From an optimization exercise on the open Yosys and OpenROAD flow, aimed at small area, a short achievable clock period and few clock cycles per item; shortcuts taken in it are not production practice.
In this exercise RTL edits were held to simulation tests only and were not proved equivalent to the original.

## flow/design.v (module list and top-level ports; edited modules follow where they fit)
// module sfl_frame_check: 765 lines
module sfl_frame_check (
    input  wire         clk,
    input  wire         rst,             
    input  wire         start,           
    input  wire [383:0] frame,           
    input  wire [31:0]  cid,
    input  wire [1:0]   conn_state,      
    input  wire [15:0]  last_seq,        
    input  wire [15:0]  connect_seq,     
    output wire         ready,
    output reg          done,
    output wire         accept,
    output wire         ok_a,
    output wire         ok_b,
    output reg          hdr_ok,
    output reg          seq_ok,
    output wire         restart,
    output wire [7:0]   lost,
    output wire [3:0]   conn,
    output wire [7:0]   kind,
    output wire [15:0]  seq,
    output wire [15:0]  echo
);
  // ...
==> flow/flow/run.sh <==
#!/bin/bash
set -euo pipefail
MARGIN="${FLOW_SETUP_MARGIN:-5.5}"
bash standard.sh finish \
  "BUFFER_PORTS_ARGS=-buffer_cell sky130_fd_sc_hd__buf_1" \
  "SETUP_SLACK_MARGIN=${MARGIN}" > flow_make.log 2>&1
==> flow/standard.sh <==
#!/bin/bash
# synth_recipe.tcl (not shown) runs the flow's synth.tcl, then flattens the netlist and writes it again
# the make line also repeats each setting of config.mk as NAME=value (left out here)
make -C /OpenROAD-flow-scripts/flow DESIGN_CONFIG=/design/flow/config.mk WORK_HOME=/design/flow/orfs CLKGATE_MAP_FILE= SYNTH_SCRIPT=/design/flow/synth_recipe.tcl "${@:-finish}"
==> flow/config.mk <==
export PLATFORM = sky130hd
export DESIGN_NAME = sfl_frame_check
export DESIGN_NICKNAME = sfl_frame_check
export VERILOG_FILES = /design/flow/design.v
export SDC_FILE = /design/flow/constraint.sdc
export NUM_CORES = 4
export LEC_CHECK = 0
export CAP_MARGIN = 20
export CORE_MARGIN = 2
export CORE_UTILIZATION = 35
export SLEW_MARGIN = 20
export TNS_END_PERCENT = 0
==> flow/constraint.sdc <==
create_clock -name core_clock -period 10.0 [get_ports {clk}]
set_input_delay 2.0000 -clock core_clock [delete_from_list [all_inputs] [get_ports {clk}]]
set_output_delay 2.0000 -clock core_clock [all_outputs]
set_load 0.01 [all_outputs]
==> flow_summary.html, run 1 <==
<table>
<tr><th>Metric</th><th>Value</th></tr>
<tr><th colspan="2">Status</th></tr>
<tr><td>Result of the run</td><td>no timing/DRC/antenna violations</td></tr>
<tr><th colspan="2">Floorplanning</th></tr>
<tr><td>Site Rows</td><td>92</td></tr>
<tr><th colspan="2">Global routing</th></tr>
<tr><td>First-pass GRT wire length</td><td>220000 um</td></tr>
<tr><th colspan="2">Final layout</th></tr>
<tr><td>Multi-input gates</td><td>roughly 2300</td></tr>
<tr><td>Portion of the layout cell area used by non-clock buffers</td><td>roughly 14%</td></tr>
<tr><td>P&amp;R area growth vs syn</td><td>36.1%</td></tr>
<tr><td>Number of sequential cells in the layout</td><td>80</td></tr>
<tr><td>Number of antenna repair diodes</td><td>11</td></tr>
<tr><td>Count of clock buffers in the final design</td><td>10</td></tr>
<tr><td>Non-clock buffer total of the final layout</td><td>784</td></tr>
<tr><th colspan="2">Synthesis</th></tr>
<tr><td>Combinational family with the most area after synthesis</td><td>XOR/XNOR gates</td></tr>
<tr><td>Count of distinct cell types in the synthesized netlist</td><td>66</td></tr>
<tr><td>Adder and majority gate portion of the synthesized area</td><td>less than 1%</td></tr>
<tr><td>Most numerous cell types in the synthesized netlist</td><td>xnor2_1, xor2_1, dfxtp_1</td></tr>
<tr><td>Sequential share of the synthesized area</td><td>between 7 and 8%</td></tr>
<tr><td>Total standard cell area after synthesis</td><td>around 22000 sq um</td></tr>
<tr><th colspan="2">Timing</th></tr>
<tr><td>Worst Skew</td><td>~0.021 ns</td></tr>
<tr><td>Transition time at the pin with the least slew margin</td><td>between 1 and 1.5 ns</td></tr>
<tr><th colspan="2">Worst setup path</th></tr>
<tr><td>Startpoint of the lowest-slack register-to-register path</td><td>ph[1]$_SDFF_PP0_</td></tr>
<tr><td>Max Fanout on Critical Path</td><td>6</td></tr>
<tr><td>Destination of the critical timing path</td><td>crc_b[31]$_DFF_P_</td></tr>
<tr><td>Crit path max-delay cell type</td><td>xnor2_1</td></tr>
<tr><th colspan="2">Worst hold path</th></tr>
<tr><td>Classification of the worst-slack hold path</td><td>register to register</td></tr>
<tr><td>Launch instance of the worst min-delay path</td><td>ph[1]$_SDFF_PP0_</td></tr>
<tr><th colspan="2">Clocking</th></tr>
<tr><td>Clock sink total</td><td>80</td></tr>
<tr><td>Clk Latency, worst-skew pair</td><td>around 0.42 ns</td></tr>
<tr><th colspan="2">Placed design</th></tr>
<tr><td>Placement Cell Area</td><td>between 20000 and 30000 sq um</td></tr>
<tr><td>Post-place setup slack</td><td>approximately 3.6 ns</td></tr>
<tr><th colspan="2">Detailed routing</th></tr>
<tr><td>Length of routed wiring on met1</td><td>roughly 64000 um</td></tr>
<tr><td>Routed len/inst</td><td>between 40 and 50 um</td></tr>
</table>
Testbench counts, summed over its fixed seeds: cycles 16,000, frames 3,200.
==> inputs of run 2 (changes only) <==
==> flow/flow/run.sh (replaced) <==
#!/bin/bash
set -euo pipefail
MARGIN="${FLOW_SETUP_MARGIN:-6}"
bash standard.sh finish \
  "BUFFER_PORTS_ARGS=-buffer_cell sky130_fd_sc_hd__buf_1" \
  "SETUP_SLACK_MARGIN=${MARGIN}" > flow_make.log 2>&1
--- a/flow/config.mk
+++ b/flow/config.mk
@@ -7,6 +7,6 @@
 export LEC_CHECK = 0
 export CAP_MARGIN = 20
 export CORE_MARGIN = 2
-export CORE_UTILIZATION = 35
+export CORE_UTILIZATION = 30
 export SLEW_MARGIN = 20
 export TNS_END_PERCENT = 0
==> run 2 against run 1 <==
Die area up 16%. Via count grew 1.5%. Critical endpoint is now crc_a[23]$_DFF_P_. Highest routed layer unchanged. Still clean on timing, DRC and antenna.
==> flow_summary.html, run 2 <==
<table>
<tr><th>Metric</th><th>Value</th></tr>
<tr><th colspan="2">Synthesis</th></tr>
<tr><td>Ranking of synthesized cells by area</td><td>xnor2_1, xor2_1, dfxtp_1, a222oi_1, nor4_1 (unchanged)</td></tr>
<tr><td>Sequential share of the synthesized area</td><td>7.23% (unchanged)</td></tr>
<tr><td>Top-count cell post-synth</td><td>xnor2_1 (unchanged)</td></tr>
<tr><td>Synth Instances</td><td>2599 (unchanged)</td></tr>
<tr><td>Most frequently used flop master after synthesis</td><td>dfxtp_1 (unchanged)</td></tr>
<tr><td>Count of distinct cell types in the synthesized netlist</td><td>66 (unchanged)</td></tr>
<tr><td>Async set-or-reset flop fraction in the synthesized netlist</td><td>0% (unchanged)</td></tr>
<tr><td>Number of enable-type register cells in the synthesized netlist</td><td>0 (unchanged)</td></tr>
<tr><td>Synthesized netlist net count</td><td>3068 (unchanged)</td></tr>
<tr><td>Top-area cell type share of the netlist area</td><td>54.6% (unchanged)</td></tr>
<tr><td>Post-Syn Area per Cell</td><td>8.52 sq um (unchanged)</td></tr>
<tr><td>Largest area contributor in the synthesized netlist</td><td>xnor2_1 (unchanged)</td></tr>
<tr><td>Flip-flop and latch count after synthesis</td><td>80 (unchanged)</td></tr>
<tr><td>Total standard cell area after synthesis</td><td>22100 sq um (unchanged)</td></tr>
<tr><td>Most numerous cell types in the synthesized netlist</td><td>xnor2_1, xor2_1, dfxtp_1 (unchanged)</td></tr>
<tr><td>Yosys Warn Count</td><td>1 (unchanged)</td></tr>
<tr><th colspan="2">Job</th></tr>
<tr><td>Max-cap violations</td><td>0 (unchanged)</td></tr>
<tr><th colspan="2">Worst setup path</th></tr>
<tr><td>CP startpoint kind</td><td>input pin (unchanged)</td></tr>
<tr><td>Classification of the worst setup path</td><td>input pin to register (unchanged)</td></tr>
<tr><td>Critical path capture point type</td><td>register (unchanged)</td></tr>
<tr><td>Count of buffer and inverter cells on the critical path</td><td>3 (unchanged)</td></tr>
<tr><td>Required time worst endpoint</td><td>10.26 ns (was 10.28 ns)</td></tr>
<tr><td>Worst path top cell family by delay</td><td>XOR/XNOR gates (unchanged)</td></tr>
<tr><td>Cell seen most often among critical-path stages</td><td>xnor2_1 (unchanged)</td></tr>
<tr><td>Biggest cell delay along the critical path</td><td>0.48 ns (was 0.56 ns)</td></tr>
<tr><td>Crit path max-delay cell type</td><td>a222oi_1 (was xnor2_1)</td></tr>
<tr><td>Data arrival time of the critical path</td><td>4.91 ns (was 5.09 ns)</td></tr>
<tr><td>Max Fanout on Critical Path</td><td>4 (was 6)</td></tr>
<tr><td>Worst-path cell chain</td><td>buf_1, a222oi_1, buf_4, buf_4, xnor2_1, xnor2_1, xnor2_1, xnor2_2, xnor2_2, xnor2_1, xnor2_1 (was buf_1, a222oi_1, buf_4, buf_4, xnor2_2, xnor2_1, xnor2_1, xnor2_1, xnor2_1, xnor2_1)</td></tr>
<tr><th colspan="2">Clocking</th></tr>
<tr><td>CTS Buf Count</td><td>9 (unchanged)</td></tr>
<tr><td>Clock sink total</td><td>80 (unchanged)</td></tr>
<tr><td>Post-cts hold buffer count</td><td>0 (unchanged)</td></tr>
<tr><td>Clk Tree Root Cell</td><td>clkbuf_16 (unchanged)</td></tr>
<tr><td>Clk Latency, worst-skew pair</td><td>0.42 ns (about the same)</td></tr>
<tr><td>Clock edge transition at the registers on the reported setup and hold paths</td><td>0.09 ns (about the same)</td></tr>
<tr><td>Clk buf depth</td><td>2 (unchanged)</td></tr>
<tr><td>H-tree Lvls</td><td>3 (unchanged)</td></tr>
<tr><td>Clock tree from TritonCTS</td><td>yes (unchanged)</td></tr>
<tr><th colspan="2">Placed design</th></tr>
<tr><td>Detailed placer's ending HPWL</td><td>144000 um (was 150000 um)</td></tr>
<tr><td>Final weighted congestion in routability-driven placement</td><td>1.10 (was 1.13)</td></tr>
<tr><td>Count of buffers inserted at the top-level ports</td><td>512 (unchanged)</td></tr>
<tr><th colspan="2">Floorplanning</th></tr>
<tr><td>Overall die area</td><td>76000 sq um (was 65300 sq um)</td></tr>
<tr><td>Core ar.</td><td>73100 sq um (was 62900 sq um)</td></tr>
<tr><td>Initial Utilization</td><td>30.3% (was 35.2%)</td></tr>
<tr><td>Site Rows</td><td>99 (was 92)</td></tr>
<tr><td>Die Width</td><td>276 um (was 256 um)</td></tr>
<tr><td>Die height</td><td>276 um (was 256 um)</td></tr>
<tr><td>Number of top-level pins</td><td>513 (unchanged)</td></tr>
<tr><th colspan="2">Detailed routing</th></tr>
<tr><td>Routed len/inst</td><td>39.6 um (was 42.5 um)</td></tr>
<tr><td>Iteration-0 DRC Markers</td><td>3853 (was 4162)</td></tr>
<tr><td>Drc violations</td><td>0 (unchanged)</td></tr>
<tr><td>Total detailed-routing wirelength</td><td>171000 um (was 174000 um)</td></tr>
<tr><td>Number of nets still failing antenna checks after routing</td><td>0 (unchanged)</td></tr>
<tr><td>Vias after detailed routing</td><td>24656 (was 24287)</td></tr>
<tr><td>Count of TritonRoute iterations in the first routing pass</td><td>19 (was 11)</td></tr>
<tr><td>Vias per std cell</td><td>5.70 (was 5.94)</td></tr>
<tr><th colspan="2">Final layout</th></tr>
<tr><td>P&amp;R area growth vs syn</td><td>47.8% (was 36.1%)</td></tr>
<tr><td>Fraction of layout cells with a size suffix above 1</td><td>29.0% (was 21.6%)</td></tr>
<tr><td>Utilization of the core after routing</td><td>44.8% (was 48.0%)</td></tr>
<tr><td>Layout net count</td><td>3824 (was 3693)</td></tr>
<tr><td>Leading cell types in the layout, fill and taps excluded</td><td>xnor2_1, buf_1, buf_4, xor2_1, xnor2_2 (was xnor2_1, buf_1, xor2_1, buf_4, xnor2_2)</td></tr>
<tr><td>Most common cell after layout, fill and taps aside</td><td>xnor2_1 (unchanged)</td></tr>
<tr><td>Top flop regs</td><td>crc_a (32), crc_b (32), lost_r (8) (unchanged)</td></tr>
<tr><th colspan="2">Timing</th></tr>
<tr><td>Remaining max-slew budget at the tightest pin</td><td>26.2% (was 25.6%)</td></tr>
<tr><td>Sum of negative setup slack</td><td>0 ns (unchanged)</td></tr>
<tr><td>Pins Over Slew Limit</td><td>0 (unchanged)</td></tr>
<tr><td>Final hold slack</td><td>0.872 ns (was 0.644 ns)</td></tr>
<tr><td>Minimum clock period</td><td>4.65 ns (was 4.82 ns)</td></tr>
<tr><td>Worst Skew</td><td>0.0254 ns (was 0.0211 ns)</td></tr>
<tr><td>Number of hold violations in the final report</td><td>0 (unchanged)</td></tr>
<tr><td>Count of endpoints failing setup in the final report</td><td>0 (unchanged)</td></tr>
<tr><td>Unrepaired setup endpoints after global routing</td><td>true (unchanged)</td></tr>
<tr><td>Transition time at the pin with the least slew margin</td><td>1.11 ns (about the same)</td></tr>
<tr><td>Timing-limited maximum frequency</td><td>215 MHz (was 208 MHz)</td></tr>
<tr><td>Share of the clock period used by the worst path</td><td>46.5% (was 48.2%)</td></tr>
<tr><th colspan="2">Global routing</th></tr>
<tr><td>Pin count of the biggest net entering global routing</td><td>138 (was 73)</td></tr>
<tr><td>First-pass GRT wire length</td><td>217000 um (was 220000 um)</td></tr>
<tr><td>Gr ovfl total</td><td>0 (unchanged)</td></tr>
<tr><td>Number of global-route vias before repair</td><td>23716 (was 22973)</td></tr>
<tr><td>Antenna violations before repair</td><td>8 (was 12)</td></tr>
<tr><td>Global routing usage summed across all routing layers</td><td>43.5% (was 51.0%)</td></tr>
<tr><th colspan="2">Worst hold path</th></tr>
<tr><td>Classification of the worst-slack hold path</td><td>register to register (unchanged)</td></tr>
<tr><th colspan="2">Status</th></tr>
<tr><td>Result of the run</td><td>no timing/DRC/antenna violations (unchanged)</td></tr>
</table>
-- run 2: cell counts after synthesis --
No cell type changed its count.
-- run 2: path summary, 6_finish.rpt --
check / end / from / slack, ns / cells after the start
worst max register to register: crc_b[24]$_DFF_P_ / ph[0]$_SDFF_PP0_ / 5.55 / 10
worst min-delay path: done$_SDFF_PP0_ / ph[2]$_SDFF_PP0_ / 0.87 / 1
worst min register to register: done$_SDFF_PP0_ / ph[2]$_SDFF_PP0_ / 0.87 / 1
worst max-delay path: crc_a[23]$_DFF_P_ / frame[6] / 5.35 / 11
-- run 2: cells by family (layout without fill, tap and decap cells) --
logic type / Yosys count / after routing / share of synthesized area, %
DFF: 80 / 80 / 7.23
xor gates and xnor gates: 1742 / 1742 / 70.3
AOI/OAI and AO/OA: 310 / 310 / 10.2
and+or+nand+nor: 254 / 254 / 6.57
other: 0 / 7 / 0
buffers and inverters: 193 / 954 / 4.56
muxes: 4 / 4 / 0.186
adders and majority gates: 16 / 16 / 0.938
-- run 2: stage by stage --
step           std cells  cell area, sq um  worst slack, ns
6_report            4326             32700             5.35
5_1_grt             4325             32700             5.39
4_1_cts             4221             30700             5.52
3_5_place_dp        4069             25800             3.81
3_3_place_gp        4067             25700             3.68
2_1_floorplan       2599             22200             5.33
-- run 2: routing by layer --
metal  track usage, %  part of all wire [%]
met1             51.1                    36
met4             39.7                    11
met2             64.4                    41
met3             11.8                    11
met5                0                0.0047
-- run 2: final cells by class --
class,instances,area (sq um)
tap,959,1200
timing repair buffer,915,5430
antenna,7,17.5
sequential,80,1620
clock inverter,6,68.8
clock buffer,10,229
inverter,23,98.8
multi-input combinational,2326,24100
fill,7365,40300
-- run 2: what timing repair did --
item | in CTS | in global routing
gates resized for setup | 498 | 168
endpoints found under the setup margin | 133 | 132
pin swaps | 111 | 98
setup buffers | 136 | 97
cloned | 0 | 1
==> inputs of run 3 (changes only) <==
==> flow/flow/run.sh (replaced) <==
#!/bin/bash
set -euo pipefail
MARGIN="${FLOW_SETUP_MARGIN:-5}"
bash standard.sh finish \
  "BUFFER_PORTS_ARGS=-buffer_cell sky130_fd_sc_hd__buf_1" \
  "SETUP_SLACK_MARGIN=${MARGIN}" > flow_make.log 2>&1
--- a/flow/config.mk
+++ b/flow/config.mk
@@ -7,6 +7,6 @@
 export LEC_CHECK = 0
 export CAP_MARGIN = 20
 export CORE_MARGIN = 2
-export CORE_UTILIZATION = 30
+export CORE_UTILIZATION = 35
 export SLEW_MARGIN = 20
 export TNS_END_PERCENT = 0
==> run 3 against run 2 <==
Sequential share of layout area is 1.1 points higher. Cell count down 7.7%. Largest cell class unchanged. Critical endpoint is now crc_a[16]$_DFF_P_. Highest routed layer is now met4. Flip-flop and latch count did not move. Still clean on timing, DRC and antenna.
==> flow_summary.html, run 3 <==
<table>
<tr><th>Metric</th><th>Value</th></tr>
<tr><th colspan="2">Detailed routing</th></tr>
<tr><td>Count of TritonRoute iterations in the first routing pass</td><td>15 (was 19)</td></tr>
<tr><td>Vias per std cell</td><td>5.98 (was 5.70)</td></tr>
<tr><td>Iteration-0 DRC Markers</td><td>4540 (was 3853)</td></tr>
<tr><td>Total detailed-routing wirelength</td><td>175000 um (was 171000 um)</td></tr>
<tr><td>Drc violations</td><td>0 (unchanged)</td></tr>
<tr><td>Number of nets still failing antenna checks after routing</td><td>0 (unchanged)</td></tr>
<tr><td>Routed len/inst</td><td>43.8 um (was 39.6 um)</td></tr>
<tr><td>Vias after detailed routing</td><td>23873 (was 24656)</td></tr>
<tr><th colspan="2">Status</th></tr>
<tr><td>Result of the run</td><td>no timing/DRC/antenna violations (unchanged)</td></tr>
<tr><th colspan="2">Final layout</th></tr>
<tr><td>Multi-input combinational cell area</td><td>20200 sq um (was 24100 sq um)</td></tr>
<tr><td>Leading cell types in the layout, fill and taps excluded</td><td>xnor2_1, buf_1, xor2_1, buf_4, dfxtp_1 (was xnor2_1, buf_1, buf_4, xor2_1, xnor2_2)</td></tr>
<tr><td>Layout net count</td><td>3600 (was 3824)</td></tr>
<tr><td>Fillcell total</td><td>6540 (was 7365)</td></tr>
<tr><td>Register area</td><td>1610 sq um (was 1620 sq um)</td></tr>
<tr><td>Fraction of layout cells with a size suffix above 1</td><td>10.6% (was 29.0%)</td></tr>
<tr><td>P&amp;R area growth vs syn</td><td>20.0% (was 47.8%)</td></tr>
<tr><td>Most common cell after layout, fill and taps aside</td><td>xnor2_1 (unchanged)</td></tr>
<tr><td>Top flop regs</td><td>crc_a (32), crc_b (32), lost_r (8) (unchanged)</td></tr>
<tr><th colspan="2">Synthesis</th></tr>
<tr><td>Total standard cell area after synthesis</td><td>22100 sq um (unchanged)</td></tr>
<tr><td>Most frequently used flop master after synthesis</td><td>dfxtp_1 (unchanged)</td></tr>
<tr><td>Post-Syn Area per Cell</td><td>8.52 sq um (unchanged)</td></tr>
<tr><td>Synthesized netlist net count</td><td>3068 (unchanged)</td></tr>
<tr><td>Count of distinct cell types in the synthesized netlist</td><td>66 (unchanged)</td></tr>
<tr><td>Most numerous cell types in the synthesized netlist</td><td>xnor2_1, xor2_1, dfxtp_1 (unchanged)</td></tr>
<tr><td>Largest area contributor in the synthesized netlist</td><td>xnor2_1 (unchanged)</td></tr>
<tr><td>Ranking of synthesized cells by area</td><td>xnor2_1, xor2_1, dfxtp_1, a222oi_1, nor4_1 (unchanged)</td></tr>
<tr><td>Yosys Warn Count</td><td>1 (unchanged)</td></tr>
<tr><td>Number of enable-type register cells in the synthesized netlist</td><td>0 (unchanged)</td></tr>
<tr><td>Async set-or-reset flop fraction in the synthesized netlist</td><td>0% (unchanged)</td></tr>
<tr><td>Top-area cell type share of the netlist area</td><td>54.6% (unchanged)</td></tr>
<tr><td>Top-count cell post-synth</td><td>xnor2_1 (unchanged)</td></tr>
<tr><td>Sequential share of the synthesized area</td><td>7.23% (unchanged)</td></tr>
<tr><td>Flip-flop and latch count after synthesis</td><td>80 (unchanged)</td></tr>
<tr><td>Synth Instances</td><td>2599 (unchanged)</td></tr>
<tr><th colspan="2">Placed design</th></tr>
<tr><td>Final weighted congestion in routability-driven placement</td><td>1.19 (was 1.10)</td></tr>
<tr><td>Post-place setup slack</td><td>4.04 ns (was 3.81 ns)</td></tr>
<tr><td>Detailed placer's ending HPWL</td><td>153000 um (was 144000 um)</td></tr>
<tr><td>Count of buffers inserted at the top-level ports</td><td>512 (unchanged)</td></tr>
<tr><th colspan="2">Clocking</th></tr>
<tr><td>Clock tree from TritonCTS</td><td>yes (unchanged)</td></tr>
<tr><td>Clock edge transition at the registers on the reported setup and hold paths</td><td>0.08 ns (was 0.09 ns)</td></tr>
<tr><td>Clk buf depth</td><td>2 (unchanged)</td></tr>
<tr><td>H-tree Lvls</td><td>3 (unchanged)</td></tr>
<tr><td>Post-cts hold buffer count</td><td>0 (unchanged)</td></tr>
<tr><td>Clk Tree Root Cell</td><td>clkbuf_16 (unchanged)</td></tr>
<tr><td>Clk Latency, worst-skew pair</td><td>0.41 ns (was 0.42 ns)</td></tr>
<tr><td>CTS Buf Count</td><td>9 (unchanged)</td></tr>
<tr><td>Clock sink total</td><td>80 (unchanged)</td></tr>
<tr><th colspan="2">Timing</th></tr>
<tr><td>Sum of negative setup slack</td><td>0 ns (unchanged)</td></tr>
<tr><td>Unrepaired setup endpoints after global routing</td><td>true (unchanged)</td></tr>
<tr><td>Pins Over Slew Limit</td><td>0 (unchanged)</td></tr>
<tr><td>Worst Skew</td><td>0.0326 ns (was 0.0254 ns)</td></tr>
<tr><td>Count of endpoints failing setup in the final report</td><td>0 (unchanged)</td></tr>
<tr><td>Final hold slack</td><td>0.595 ns (was 0.872 ns)</td></tr>
<tr><td>Post-route setup slack</td><td>4.61 ns (was 5.35 ns)</td></tr>
<tr><td>Share of the clock period used by the worst path</td><td>53.9% (was 46.5%)</td></tr>
<tr><td>Transition time at the pin with the least slew margin</td><td>1.29 ns (was 1.11 ns)</td></tr>
<tr><td>Timing-limited maximum frequency</td><td>186 MHz (was 215 MHz)</td></tr>
<tr><td>Number of hold violations in the final report</td><td>0 (unchanged)</td></tr>
<tr><td>Minimum clock period</td><td>5.39 ns (was 4.65 ns)</td></tr>
<tr><td>Remaining max-slew budget at the tightest pin</td><td>13.3% (was 26.2%)</td></tr>
<tr><th colspan="2">Worst setup path</th></tr>
<tr><td>CP startpoint kind</td><td>input pin (unchanged)</td></tr>
<tr><td>Classification of the worst setup path</td><td>input pin to register (unchanged)</td></tr>
<tr><td>Data arrival time of the critical path</td><td>5.65 ns (was 4.91 ns)</td></tr>
<tr><td>Required time worst endpoint</td><td>10.26 ns (about the same)</td></tr>
<tr><td>Max Fanout on Critical Path</td><td>6 (was 4)</td></tr>
<tr><td>Worst reg2reg setup slack</td><td>4.84 ns (was 5.55 ns)</td></tr>
<tr><td>Critical path capture point type</td><td>register (unchanged)</td></tr>
<tr><th colspan="2">Worst hold path</th></tr>
<tr><td>Classification of the worst-slack hold path</td><td>register to register (unchanged)</td></tr>
<tr><th colspan="2">Floorplanning</th></tr>
<tr><td>Overall die area</td><td>65300 sq um (was 76000 sq um)</td></tr>
<tr><td>Core ar.</td><td>62900 sq um (was 73100 sq um)</td></tr>
<tr><td>Die Width</td><td>256 um (was 276 um)</td></tr>
<tr><td>Die height</td><td>256 um (was 276 um)</td></tr>
<tr><td>Site Rows</td><td>92 (was 99)</td></tr>
<tr><td>Number of top-level pins</td><td>513 (unchanged)</td></tr>
<tr><td>Initial Utilization</td><td>35.2% (was 30.3%)</td></tr>
<tr><th colspan="2">Global routing</th></tr>
<tr><td>Pin count of the biggest net entering global routing</td><td>75 (was 138)</td></tr>
<tr><td>Number of global-route vias before repair</td><td>22532 (was 23716)</td></tr>
<tr><td>Antenna violations before repair</td><td>11 (was 8)</td></tr>
<tr><td>First-pass GRT wire length</td><td>221000 um (was 217000 um)</td></tr>
<tr><td>Gr ovfl total</td><td>0 (unchanged)</td></tr>
<tr><td>Global routing usage summed across all routing layers</td><td>51.5% (was 43.5%)</td></tr>
<tr><th colspan="2">Job</th></tr>
<tr><td>Max-cap violations</td><td>0 (unchanged)</td></tr>
</table>
==> run 3: cell counts after synthesis <==
No cell type changed its count.
==> run 3: repair_timing <==
item | in CTS | in global routing
gates resized for setup | 45 | 29
pin swaps | 1 | 2
buffers inserted | 1 | 3
setup endpoints to repair | 69 | 69
==> run 3: routing by layer <==
layer / vias to the layer above / GRT usage [%] / share of wire, %
met5: - / 0 / 0
met2: 2211 / 72.7 / 39
met3: 544 / 16.8 / 13
met1: 11526 / 64.3 / 38
li1: 9592 / - / -
met4: 0 / 39.4 / 9.8
==> run 3: critical path: stages <==
cell and delay, ns:
buf_1 0.26, a222oi_1 0.16, buf_4 0.30, xnor2_2 0.98, xnor2_1 0.43, xnor2_1 0.57, xnor2_1 0.25, xnor2_1 0.20
xnor2_1 0.36, xnor2_1 0.11
==> run 3: worst paths after layout <==
kind / to / startpoint / cells after the start
max: crc_a[16]$_DFF_P_ / frame[18] / 10
min: ph[2]$_SDFF_PP0_ / ph[1]$_SDFF_PP0_ / 1
max reg2reg: crc_a[16]$_DFF_P_ / ph[2]$_SDFF_PP0_ / 10
min reg2reg: ph[2]$_SDFF_PP0_ / ph[1]$_SDFF_PP0_ / 1
==> run 3: stage by stage <==
step	area, sq um	utilization (%)	instances
after floorplan	22100	-	2599
after global placement	25600	40.7	3959
after detailed placement	25600	40.8	3961
after CTS	26300	41.8	3978
after global routing	26600	42.3	3984
final	26600	42.3	3992
==> run 3: cell type report <==
type	instances	area share [%]
Clock inverter	5	0.306
Antenna cell	10	0.0941
Timing Repair Buffer	691	12.3
Inverter	23	0.325
Multi-Input combinational cell	2326	76.1
Sequential cell	80	6.07
Tap cell	846	3.98
Clock buffer	11	0.876
==> run 3: cell families (layout without fill, tap and decap cells) <==
family	after synthesis	after routing	synth area share, %
compound gates	310	310	10.2
xor+xnor	1742	1742	70.3
mux	4	4	0.186
buf+inv	193	730	4.56
simple gates	254	254	6.57
fa+ha+maj	16	16	0.938
other cells	0	10	0
flops	80	80	7.23

## separate check: timing with driven ports
Ports are ideal in the flow. The routed layouts listed here were re-timed in OpenROAD.
Step 1: set_driving_cell puts a clkbuf_16 on clk and a buf_2 on each other input, an assumption about the parent block.
Step 2 moves the port delays by t, midway between the first and last clock arrival at a register: inputs arrive t later, outputs are due t later. That takes back most of the time a late clock gives input paths.
Slacks: no drivers / after step 1 / after step 2; pairs: no drivers / after step 1.
run | t, ns | slack for setup (ns) | worst hold slack (ns) | worst setup path at the end
run 1 | 0.464 | 5.184 / 5.168 / 4.705 | 0.644 / 0.644 / 0.644 | input to register
run 2 | 0.467 | 5.354 / 5.393 / 4.927 | 0.872 / 0.872 / 0.872 | input to register
run 3 | 0.463 | 4.610 / 4.649 / 4.186 | 0.595 / 0.595 / 0.595 | input to register
After both steps every run listed still meets setup and hold. The setup slack of run 1, which loses most, moves by -0.016 ns with the drivers and by -0.479 ns with both steps.
